This is an optimization exercise on Yosys and OpenROAD, whose aim is small area and a short achievable clock period, not a production implementation. Only simulation tests tie the RTL to the original design; equivalence was not proved. Power is estimated from default activity; no workload was simulated.

==> 10-02 <==
## iu32
module iu32 (
    input  wire        clk,
    input  wire        in_class,
    input  wire [4:0]  in_op,
    input  wire        in_f,
    input  wire [31:0] in_a,
    input  wire [31:0] in_b,
    input  wire [3:0]  in_flags,
    output wire [31:0] out_rd,
    output wire [31:0] out_re,
    output wire        out_wrd,
    output wire        out_wre,
    output wire [3:0]  out_flags
);
    wire [31:0] a = in_a;
    wire [31:0] b = in_b;
    wire        z_in = in_flags[0];
    wire        c_in = in_flags[1];
    wire        n_in = in_flags[2];
    wire        v_in = in_flags[3];
    wire        f    = in_f;
    wire        alu  = ~in_class;
    wire        mcls = in_class;
    wire [4:0] op = in_op;
    wire o_add  = op == 5'h00, o_addx = op == 5'h01, o_sub  = op == 5'h02,
         o_subx = op == 5'h03, o_abdu = op == 5'h04, o_and  = op == 5'h05,
         o_or   = op == 5'h06, o_xor  = op == 5'h07, o_andn = op == 5'h08,
         o_mov  = op == 5'h09, o_not  = op == 5'h0A, o_shl  = op == 5'h0B,
         o_shru = op == 5'h0C, o_shrs = op == 5'h0D, o_rol  = op == 5'h0E,
         o_cmp  = op == 5'h0F, o_selc = op == 5'h10, o_andf = op == 5'h11,
         o_lzc  = op == 5'h12, o_popc = op == 5'h13, o_extb = op == 5'h14,
         o_exth = op == 5'h15, o_brev = op == 5'h16, o_minu = op == 5'h17,
         o_maxu = op == 5'h18, o_mins = op == 5'h19, o_maxs = op == 5'h1A;
    wire o_minmax = o_minu | o_maxu | o_mins | o_maxs;
    wire o_arith  = o_add | o_addx | o_sub | o_subx | o_cmp;
    wire o_shift  = o_shl | o_shru | o_shrs | o_rol;
    wire        sub  = o_sub | o_subx | o_cmp | o_abdu | o_minmax;
  ...
clock: 16.0 ns
lec_check: 0
cap_margin: 20
core_margin: 2
core_utilization: 60
slew_margin: 20
standard.sh (not shown) runs the stock make flow with config.mk's settings and CLKGATE_MAP_FILE= SYNTH_SCRIPT=/design/flow/synth_recipe.tcl, a recipe that flattens the netlist after the stock synthesis.
==> flow/flow/run.sh <==
#!/bin/bash
# Layout flow: the standard ORFS flow (standard.sh, standard synthesis
# unchanged), with the timing repair after floorplan, CTS and global route
# asked to leave MARGIN ns of setup slack. The SDC (clock period, I/O delays,
# loads) is the design's, unchanged. make's full output goes to
# flow_orfs.log here; ORFS's per-step logs stay under orfs/logs/.
set -euo pipefail
[[ -f standard.sh ]] || cd "$(dirname "$0")/.."
MARGIN=8
bash standard.sh SETUP_SLACK_MARGIN=$MARGIN finish > flow_orfs.log 2>&1
==> inputs of 08-07, as changes to 10-02 <==
--- a/flow/design.v
+++ b/flow/design.v
@@ -30,39 +30,50 @@
          o_cmp  = op == 5'h0F, o_selc = op == 5'h10, o_andf = op == 5'h11,
          o_lzc  = op == 5'h12, o_popc = op == 5'h13, o_extb = op == 5'h14,
          o_exth = op == 5'h15, o_brev = op == 5'h16, o_minu = op == 5'h17,
          o_maxu = op == 5'h18, o_mins = op == 5'h19, o_maxs = op == 5'h1A;
     wire o_minmax = o_minu | o_maxu | o_mins | o_maxs;
     wire o_arith  = o_add | o_addx | o_sub | o_subx | o_cmp;
     wire o_shift  = o_shl | o_shru | o_shrs | o_rol;
-    wire        sub  = o_sub | o_subx | o_cmp | o_abdu | o_minmax;
-    wire        cin  = o_sub | o_cmp | o_abdu | o_minmax | ((o_addx | o_subx) & c_in);
-    wire [31:0] y    = b ^ {32{sub}};
-    wire [31:0] pg_p = a ^ y;
-    wire [31:0] pg_g = a & y;
-    reg  [31:0] gG, gP;
+    wire        cin_a = o_addx & c_in;
+    wire        cin_s = ~o_subx | c_in;
+    wire [31:0] ap  = a ^ b;
+    wire [31:0] ag  = a & b;
+    wire [31:0] sp  = ~ap;
+    wire [31:0] sg  = a & ~b;
+    reg  [31:0] aG, aP, sG, sP;
     integer lv, k;
     always @(*) begin
-        gG = pg_g;
-        gP = pg_p;
+        aG = ag;
+        aP = ap;
+        sG = sg;
+        sP = sp;
         for (lv = 0; lv < 5; lv = lv + 1)
             for (k = 0; k < 32; k = k + 1)
                 if (k[lv]) begin
-                    gG[k] = gG[k] | (gP[k] & gG[((k >> lv) << lv) - 1]);
-                    gP[k] = gP[k] & gP[((k >> lv) << lv) - 1];
+                    aG[k] = aG[k] | (aP[k] & aG[((k >> lv) << lv) - 1]);
+                    aP[k] = aP[k] & aP[((k >> lv) << lv) - 1];
+                    sG[k] = sG[k] | (sP[k] & sG[((k >> lv) << lv) - 1]);
+                    sP[k] = sP[k] & sP[((k >> lv) << lv) - 1];
                 end
     end
-    wire [32:0] cy   = {gG | (gP & {32{cin}}), cin};    
-    wire [31:0] sum  = pg_p ^ cy[31:0];
-    wire [31:0] sum0 = pg_p ^ {gG[30:0], 1'b0};          
-    wire        cout = cy[32];
-    wire        ovf  = (a[31] == y[31]) & (sum[31] != a[31]);
-    wire        ge_u = cout;                   
-    wire        lt_s = sum[31] ^ ovf;          
-    wire [31:0] abdu = cout ? sum : ~sum0;
+    wire [32:0] acy  = {aG | (aP & {32{cin_a}}), cin_a};
+    wire [32:0] scy  = {sG | (sP & {32{cin_s}}), cin_s};
+    wire [31:0] asum = ap ^ acy[31:0];
+    wire [31:0] ssum = sp ^ scy[31:0];
+    wire [31:0] ssum0 = sp ^ {sG[30:0], 1'b0};         
+    wire        aovf = (a[31] == b[31]) & (asum[31] != a[31]);
+    wire        sovf = (a[31] != b[31]) & (ssum[31] != a[31]);
+    wire        ge_u = scy[32];                
+    wire        lt_s = ssum[31] ^ sovf;        
+    wire [31:0] abdu = ge_u ? ssum : ~ssum0;
+    wire        o_addc = o_add | o_addx;
+    wire        o_subc = o_sub | o_subx | o_cmp;
+    wire        cout = o_addc ? acy[32] : scy[32];
+    wire        ovf  = o_addc ? aovf : sovf;
     wire sel_a = (o_selc & c_in) | (o_minu & ~ge_u) | (o_maxu & ge_u) |
                  (o_mins & lt_s) | (o_maxs & ~lt_s);
     wire sel_ab = o_selc | o_minmax;
     wire t3 = o_and | o_andf | o_or | o_mov | sel_ab;            
     wire t2 = o_or | o_xor | o_andn | o_not | (sel_ab & sel_a);         
     wire t1 = o_or | o_xor | o_mov | (sel_ab & ~sel_a);          
     wire t0 = o_not;                                             
@@ -104,15 +115,16 @@
         for (i = 0; i < 32; i = i + 1)
             if (b[i]) lzc_r = 6'd31 - i[5:0];
         popc_r = 6'd0;
         for (i = 0; i < 32; i = i + 1)
             popc_r = popc_r + {5'b0, b[i]};
     end
     wire [31:0] alu_r =
-        ({32{o_arith}} & sum) |
+        ({32{o_addc}}  & asum) |
+        ({32{o_subc}}  & ssum) |
         ({32{o_abdu}}  & abdu) |
         lu |
         ({32{o_shift}} & shres) |
         ({32{o_lzc}}   & {26'b0, lzc_r}) |
         ({32{o_popc}}  & {26'b0, popc_r}) |
         ({32{o_extb}}  & {{24{b[7]}}, b[7:0]}) |
         ({32{o_exth}}  & {{16{b[15]}}, b[15:0]}) |
==> flow/flow/run.sh (replaced) <==
#!/bin/bash
# Layout flow: the standard ORFS flow (standard.sh, with the standard
# synthesis unchanged) and two changes to how the layout is made:
#  - the timing repair after floorplan, CTS and global route is asked to
#    leave MARGIN ns of setup slack (the SDC, with the design's clock
#    period, I/O delays and loads, is not changed);
#  - the buffer ORFS puts on every input and output port is PORTBUF.
# make's full output goes to flow_orfs.log here; ORFS's own per-step logs
# are under orfs/logs/.
set -euo pipefail
[[ -f standard.sh ]] || cd "$(dirname "$0")/.."
MARGIN=8.5
PORTBUF=sky130_fd_sc_hd__buf_4
bash standard.sh SETUP_SLACK_MARGIN=$MARGIN "BUFFER_PORTS_ARGS=-buffer_cell $PORTBUF" finish > flow_orfs.log 2>&1
==> inputs of 08-27, as changes to 10-02 <==
--- a/flow/design.v
+++ b/flow/design.v
@@ -132,63 +132,63 @@
         for (gj = 0; gj < 17; gj = gj + 1) begin : g_booth
             assign bone[gj] = Bx[2*gj+1] ^ Bx[2*gj];
             assign btwo[gj] = Bx[2*gj+2] ? (~Bx[2*gj+1] & ~Bx[2*gj]) : (Bx[2*gj+1] & Bx[2*gj]);
             assign bneg[gj] = Bx[2*gj+2];
         end
     endgenerate
     wire [33:0] pp0;
-    assign pp0 = (({34{bone[0]}} & A) | ({34{btwo[0]}} & A2)) ^ {34{bneg[0]}};
+    assign pp0 = ({34{bone[0]}} & A) ^ ({34{btwo[0]}} & A2) ^ {34{bneg[0]}};
     wire ppn0 = ~pp0[33];
     wire [33:0] pp1;
-    assign pp1 = (({34{bone[1]}} & A) | ({34{btwo[1]}} & A2)) ^ {34{bneg[1]}};
+    assign pp1 = ({34{bone[1]}} & A) ^ ({34{btwo[1]}} & A2) ^ {34{bneg[1]}};
     wire ppn1 = ~pp1[33];
     wire [33:0] pp2;
-    assign pp2 = (({34{bone[2]}} & A) | ({34{btwo[2]}} & A2)) ^ {34{bneg[2]}};
+    assign pp2 = ({34{bone[2]}} & A) ^ ({34{btwo[2]}} & A2) ^ {34{bneg[2]}};
     wire ppn2 = ~pp2[33];
     wire [33:0] pp3;
-    assign pp3 = (({34{bone[3]}} & A) | ({34{btwo[3]}} & A2)) ^ {34{bneg[3]}};
+    assign pp3 = ({34{bone[3]}} & A) ^ ({34{btwo[3]}} & A2) ^ {34{bneg[3]}};
     wire ppn3 = ~pp3[33];
     wire [33:0] pp4;
-    assign pp4 = (({34{bone[4]}} & A) | ({34{btwo[4]}} & A2)) ^ {34{bneg[4]}};
+    assign pp4 = ({34{bone[4]}} & A) ^ ({34{btwo[4]}} & A2) ^ {34{bneg[4]}};
     wire ppn4 = ~pp4[33];
     wire [33:0] pp5;
-    assign pp5 = (({34{bone[5]}} & A) | ({34{btwo[5]}} & A2)) ^ {34{bneg[5]}};
+    assign pp5 = ({34{bone[5]}} & A) ^ ({34{btwo[5]}} & A2) ^ {34{bneg[5]}};
     wire ppn5 = ~pp5[33];
     wire [33:0] pp6;
-    assign pp6 = (({34{bone[6]}} & A) | ({34{btwo[6]}} & A2)) ^ {34{bneg[6]}};
+    assign pp6 = ({34{bone[6]}} & A) ^ ({34{btwo[6]}} & A2) ^ {34{bneg[6]}};
     wire ppn6 = ~pp6[33];
     wire [33:0] pp7;
-    assign pp7 = (({34{bone[7]}} & A) | ({34{btwo[7]}} & A2)) ^ {34{bneg[7]}};
+    assign pp7 = ({34{bone[7]}} & A) ^ ({34{btwo[7]}} & A2) ^ {34{bneg[7]}};
     wire ppn7 = ~pp7[33];
     wire [33:0] pp8;
-    assign pp8 = (({34{bone[8]}} & A) | ({34{btwo[8]}} & A2)) ^ {34{bneg[8]}};
+    assign pp8 = ({34{bone[8]}} & A) ^ ({34{btwo[8]}} & A2) ^ {34{bneg[8]}};
     wire ppn8 = ~pp8[33];
     wire [33:0] pp9;
-    assign pp9 = (({34{bone[9]}} & A) | ({34{btwo[9]}} & A2)) ^ {34{bneg[9]}};
+    assign pp9 = ({34{bone[9]}} & A) ^ ({34{btwo[9]}} & A2) ^ {34{bneg[9]}};
     wire ppn9 = ~pp9[33];
     wire [33:0] pp10;
-    assign pp10 = (({34{bone[10]}} & A) | ({34{btwo[10]}} & A2)) ^ {34{bneg[10]}};
+    assign pp10 = ({34{bone[10]}} & A) ^ ({34{btwo[10]}} & A2) ^ {34{bneg[10]}};
     wire ppn10 = ~pp10[33];
     wire [33:0] pp11;
-    assign pp11 = (({34{bone[11]}} & A) | ({34{btwo[11]}} & A2)) ^ {34{bneg[11]}};
+    assign pp11 = ({34{bone[11]}} & A) ^ ({34{btwo[11]}} & A2) ^ {34{bneg[11]}};
     wire ppn11 = ~pp11[33];
     wire [33:0] pp12;
-    assign pp12 = (({34{bone[12]}} & A) | ({34{btwo[12]}} & A2)) ^ {34{bneg[12]}};
+    assign pp12 = ({34{bone[12]}} & A) ^ ({34{btwo[12]}} & A2) ^ {34{bneg[12]}};
     wire ppn12 = ~pp12[33];
     wire [33:0] pp13;
-    assign pp13 = (({34{bone[13]}} & A) | ({34{btwo[13]}} & A2)) ^ {34{bneg[13]}};
+    assign pp13 = ({34{bone[13]}} & A) ^ ({34{btwo[13]}} & A2) ^ {34{bneg[13]}};
     wire ppn13 = ~pp13[33];
     wire [33:0] pp14;
-    assign pp14 = (({34{bone[14]}} & A) | ({34{btwo[14]}} & A2)) ^ {34{bneg[14]}};
+    assign pp14 = ({34{bone[14]}} & A) ^ ({34{btwo[14]}} & A2) ^ {34{bneg[14]}};
     wire ppn14 = ~pp14[33];
     wire [33:0] pp15;
-    assign pp15 = (({34{bone[15]}} & A) | ({34{btwo[15]}} & A2)) ^ {34{bneg[15]}};
+    assign pp15 = ({34{bone[15]}} & A) ^ ({34{btwo[15]}} & A2) ^ {34{bneg[15]}};
     wire ppn15 = ~pp15[33];
     wire [33:0] pp16;
-    assign pp16 = (({34{bone[16]}} & A) | ({34{btwo[16]}} & A2)) ^ {34{bneg[16]}};
+    assign pp16 = ({34{bone[16]}} & A) ^ ({34{btwo[16]}} & A2) ^ {34{bneg[16]}};
     wire ppn16 = ~pp16[33];
     wire s1, k2;
     assign s1 = bneg[2] ^ pp0[4];
     assign k2 = bneg[2] & pp0[4];
     wire s3, k4;
     assign s3 = pp0[5] ^ pp1[3];
     assign k4 = pp0[5] & pp1[3];
==> flow/run.sh (new file) <==
#!/bin/bash
# synth_recipe.tcl (not shown) runs the flow's synth.tcl, then flattens the netlist and writes it again
# the make line also repeats each setting of config.mk as NAME=value (left out here)
make -C /OpenROAD-flow-scripts/flow DESIGN_CONFIG=/design/flow/config.mk WORK_HOME=/design/flow/orfs CLKGATE_MAP_FILE= SYNTH_SCRIPT=/design/flow/synth_recipe.tcl finish
==> flow/config.mk (replaced) <==
export PLATFORM = sky130hd
export DESIGN_NAME = iu32
export DESIGN_NICKNAME = iu32
export VERILOG_FILES = /design/flow/design.v
export SDC_FILE = /design/flow/constraint.sdc
export NUM_CORES = 4
export LEC_CHECK = 0
export CAP_MARGIN = 20
export CORE_MARGIN = 2
export CORE_UTILIZATION = 40
export SLEW_MARGIN = 20
removed: flow/flow/run.sh
removed: flow/standard.sh
==> run notes <==
item	08-27	10-02	08-07
Status	complete, no violations	complete, no violations	complete, no violations
Final Net Count	6,491	5,607	5,789
1st-pass router iterations	7	14	20
Adder and majority gate portion of the synthesized area	28.6%	31.4%	33.5%
CP arrival	10.33 ns	8.61 ns	4.97 ns
Share of cell area taken by multi-input logic gates	76.3%	73.5%	74.0%
Share of Yosys cell area claimed by the top area cell type	22.4%	24.6%	24.1%
Non-Filler Instances	7,208	5,735	5,845
Number of buffers inserted during clock tree synthesis	28	27	29
Sequential cell area	4630 µm²	4620 µm²	4630 µm²
Capture endpoint of the worst hold path	alu_q[19]	rq[3]	q_mul
Overall routed net length	199,000 µm	194,000 µm	207,000 µm
Element type at the critical path start	primary input	primary input	flop
Net switching fraction of the power	53.8%	52.9%	52.4%
Most frequent standard cell in the layout excluding fill and tap cells	nand2_1	xnor2_1	xnor2_1
Die area	120,000 µm²	73,500 µm²	75,100 µm²
Pwr Density	243 nW/µm²	252 nW/µm²	245 nW/µm²
Die boundary height	347 µm	271 µm	274 µm
Hold path cells	3	1	1
Syn Std Cell Area	47,000 µm²	42,800 µm²	43,700 µm²
Synthesized-area fraction occupied by ao, oa, aoi and oai cells	9.73%	20.2%	21.3%
Setup Slack @ Placement	5.71 ns	5.34 ns	6.66 ns
Final standard cell area without fillers	50,400 µm²	47,500 µm²	48,800 µm²

re-timing with driven ports:
In the flow no input, the clock included, has a driving cell. The finished layouts below were timed again as built, in two steps.
Step 1, drivers: a clkbuf_16 drives clk and a buf_2 each remaining input, both assumed.
Step 2 also shifts input and output timing later by t, the mid clock arrival at the registers, as if the neighbouring blocks saw the same clock.
Three values: ideal, step 1, step 2; two values: the first two.
| run | t, ns | setup slack, ns | latest minus earliest clock arrival (ns) | worst data-port slew with drivers (ns) |
|---|---|---|---|---|
| 10-02 | 0.657 | 7.864 / 7.908 / 7.251 | 0.015 / 0.015 | 0.06 |
| 08-07 | 0.669 | 7.827 / 7.753 / 7.181 | 0.023 / 0.024 | 0.28 |
| 08-27 | 0.708 | 6.186 / 6.231 / 5.523 | 0.026 / 0.026 | 0.13 |
After both steps every run listed still meets setup and hold. The setup slack of 08-27, which loses most, moves by +0.045 ns with the drivers and by -0.663 ns with both steps.
